From an optimization exercise on the open Yosys and OpenROAD flow, aimed at small area; shortcuts taken in it are not production practice.
Only simulation tests tie the RTL to the original design; equivalence was not proved.

Design sk7_mstep, start of the top module:
module sk7_mstep (
    input  wire               clk,
    input  wire               rst,         
    input  wire               tick,        
    input  wire signed [31:0] x,           
    input  wire        [15:0] speed,       
    input  wire               vneg,        
    input  wire               at_rest,     
    input  wire               dir,         
    input  wire        [9:0]  e_off,       
    input  wire signed [15:0] lead,        
    input  wire        [2:0]  band_max,    
    input  wire        [11:0] amp,         
    input  wire        [15:0] vbus,        
    output wire               out_valid,
    output wire        [9:0]  addr,        
    output wire        [2:0]  band,        
    output reg  signed [11:0] ent_a,       
    output wire signed [11:0] ent_b,       
    output reg  signed [16:0] volt_a,      
    output wire signed [16:0] volt_b       
);
==> flow/config.mk <==
export PLATFORM = sky130hd
export DESIGN_NAME = sk7_mstep
export DESIGN_NICKNAME = sk7_mstep
export VERILOG_FILES = /design/flow/design.v
export SDC_FILE = /design/flow/constraint.sdc
export NUM_CORES = 4
export LEC_CHECK = 0
export ABC_AREA = 1
export CAP_MARGIN = 20
export CORE_MARGIN = 2
export CORE_UTILIZATION = 40
export SLEW_MARGIN = 20
export SYNTH_MEMORY_MAX_BITS = 32768
==> flow/constraint.sdc <==
create_clock -name core_clock -period 60.0 [get_ports {clk}]
set_input_delay 12.0000 -clock core_clock [delete_from_list [all_inputs] [get_ports {clk}]]
set_output_delay 12.0000 -clock core_clock [all_outputs]
set_load 0.01 [all_outputs]
standard.sh (not shown) runs the stock make flow with config.mk's settings and CLKGATE_MAP_FILE= SYNTH_SCRIPT=/design/flow/synth_recipe.tcl, a recipe that flattens the netlist after the stock synthesis.
==> flow/flow/run.sh <==
#!/bin/bash
# Layout flow: the standard flow, with two changes.
#  1. After the standard synthesis, its combinational logic is mapped again by
#     a stronger ABC script (flow/remap.tcl); registers are left untouched.
#  2. Ports are buffered with the smallest buffer; CTS uses clkbuf_4 in clusters of 6 and adds
#     no dummy loads.
# Each tool's output goes to a log file of its own in this folder.
set -euo pipefail
W=$PWD
RES=$W/orfs/results/sky130hd/sk7_mstep/base
LOGS=$W/orfs/logs/sky130hd/sk7_mstep/base

bash standard.sh synth > std_synth.log 2>&1

cp $RES/1_2_yosys.v std_synth_netlist.v.log
# the don't-use cells as the standard synthesis passed them to ABC
DU=$(grep -o -- "-dont_use [^ ]*" $LOGS/1_2_yosys.log | awk '{print $2}' | sort -u | tr '\n' ' ')
export REMAP_LIB=$FLOW_HOME/platforms/sky130hd/lib/sky130_fd_sc_hd__tt_025C_1v80.lib
export REMAP_IN=$W/std_synth_netlist.v.log
export REMAP_OUT=$RES/1_2_yosys.v
export REMAP_TOP=$FLOW_TOP
export REMAP_DONT_USE="$DU"
export REMAP_ABC=$W/flow/remap.abc
export REMAP_STAT_IN=$W/remap_stat_in.log
export REMAP_STAT_OUT=$W/remap_stat_out.log
yosys -c flow/remap.tcl > remap.log 2>&1

export BUFFER_PORTS_ARGS="-buffer_cell sky130_fd_sc_hd__buf_1"
export CTS_ARGS="-sink_clustering_enable -sink_clustering_size 6 -repair_clock_nets -dont_use_dummy_load -buf_list sky130_fd_sc_hd__clkbuf_4"
bash standard.sh > std_layout.log 2>&1
==> flow/flow/remap.tcl <==
# Re-map the combinational logic of the standard synthesis netlist with a
# stronger ABC script. Flip-flops, full/half adders and tie cells are kept as
# they are (same instances, names and cell types); everything else, half adders
# included, is read as
# its liberty function and mapped again. Then the standard synthesis's last
# steps are repeated: tie cells, split nets, buffered pass-throughs.
yosys -import
set lib $::env(REMAP_LIB)
read_liberty -ignore_miss_func $lib
blackbox sky130_fd_sc_hd__*df* sky130_fd_sc_hd__*dl* sky130_fd_sc_hd__fa_* sky130_fd_sc_hd__conb_*
read_verilog $::env(REMAP_IN)
hierarchy -top $::env(REMAP_TOP)
tee -o $::env(REMAP_STAT_IN) stat -liberty $lib
flatten
opt -purge
set dont_use {}
foreach c $::env(REMAP_DONT_USE) { lappend dont_use -dont_use $c }
abc -script $::env(REMAP_ABC) -liberty $lib {*}$dont_use
opt_clean -purge
hilomap -singleton -hicell sky130_fd_sc_hd__conb_1 HI -locell sky130_fd_sc_hd__conb_1 LO
splitnets
opt_clean -purge
insbuf -buf sky130_fd_sc_hd__buf_4 A X
opt_clean -purge
tee -o $::env(REMAP_STAT_OUT) stat -liberty $lib
write_verilog -noattr -nohex -nodec $::env(REMAP_OUT)
Other scripts of this flow, unchanged in this note and not shown: flow/flow/remap.abc
Edit:
--- a/flow/flow/run.sh
+++ b/flow/flow/run.sh
@@ -3,5 +3,5 @@
 #  1. After the standard synthesis, its combinational logic is mapped again by
 #     a stronger ABC script (flow/remap.tcl); registers are left untouched.
-#  2. Ports are buffered with the smallest buffer; CTS uses clkbuf_4 in clusters of 6 and adds
+#  2. Ports are buffered with the smallest buffer; CTS uses clkbuf_8 and adds
 #     no dummy loads.
 # Each tool's output goes to a log file of its own in this folder.
@@ -27,4 +27,4 @@
 
 export BUFFER_PORTS_ARGS="-buffer_cell sky130_fd_sc_hd__buf_1"
-export CTS_ARGS="-sink_clustering_enable -sink_clustering_size 6 -repair_clock_nets -dont_use_dummy_load -buf_list sky130_fd_sc_hd__clkbuf_4"
+export CTS_ARGS="-sink_clustering_enable -repair_clock_nets -dont_use_dummy_load -buf_list sky130_fd_sc_hd__clkbuf_8"
 bash standard.sh > std_layout.log 2>&1
--- a/flow/flow/remap.tcl
+++ b/flow/flow/remap.tcl
@@ -1,6 +1,5 @@
 # Re-map the combinational logic of the standard synthesis netlist with a
 # stronger ABC script. Flip-flops, full/half adders and tie cells are kept as
-# they are (same instances, names and cell types); everything else, half adders
-# included, is read as
+# they are (same instances, names and cell types); everything else is read as
 # its liberty function and mapped again. Then the standard synthesis's last
 # steps are repeated: tie cells, split nets, buffered pass-throughs.
@@ -8,5 +7,5 @@
 set lib $::env(REMAP_LIB)
 read_liberty -ignore_miss_func $lib
-blackbox sky130_fd_sc_hd__*df* sky130_fd_sc_hd__*dl* sky130_fd_sc_hd__fa_* sky130_fd_sc_hd__conb_*
+blackbox sky130_fd_sc_hd__*df* sky130_fd_sc_hd__*dl* sky130_fd_sc_hd__fa_* sky130_fd_sc_hd__ha_* sky130_fd_sc_hd__conb_*
 read_verilog $::env(REMAP_IN)
 hierarchy -top $::env(REMAP_TOP)
After rerunning: The changed run completed without violations. Clock-buffer cell count stays the same. Area after synthesis climbs by 6.3%. Die area rose by 6.1%. Register-to-register slack loses 1.3 ns. Design area increases by 6.8%. Clock skew decreases by 0.011 ns. First-iteration DRC count fell by 20%. Routed wire length is about the same. Setup slack gets worse by 1.3 ns.

-- static timing again, ports no longer ideal --
How much do the figures lean on ideal ports? The routed layouts below were timed once more, with nothing changed but the port constraints.
Step 1 sets driving cells, clkbuf_16 on the clock port and buf_2 on the other inputs (assumed; they add their load-dependent delay and slew).
Step 2 times the ports against the registers' clock, not the clock port: input delays grow and output delays shrink by t, the midpoint of the rising clock arrivals with the driver on.
Three values: ideal ports, drivers, drivers and shift; two values: the first two.
run	t, ns	setup WS [ns]	worst setup path at the end
the first run	0.551	10.792 / 10.752 / 11.303	register to output
the second run	0.481	9.522 / 9.479 / 9.959	register to output
After both steps setup and hold are still met in every run listed.
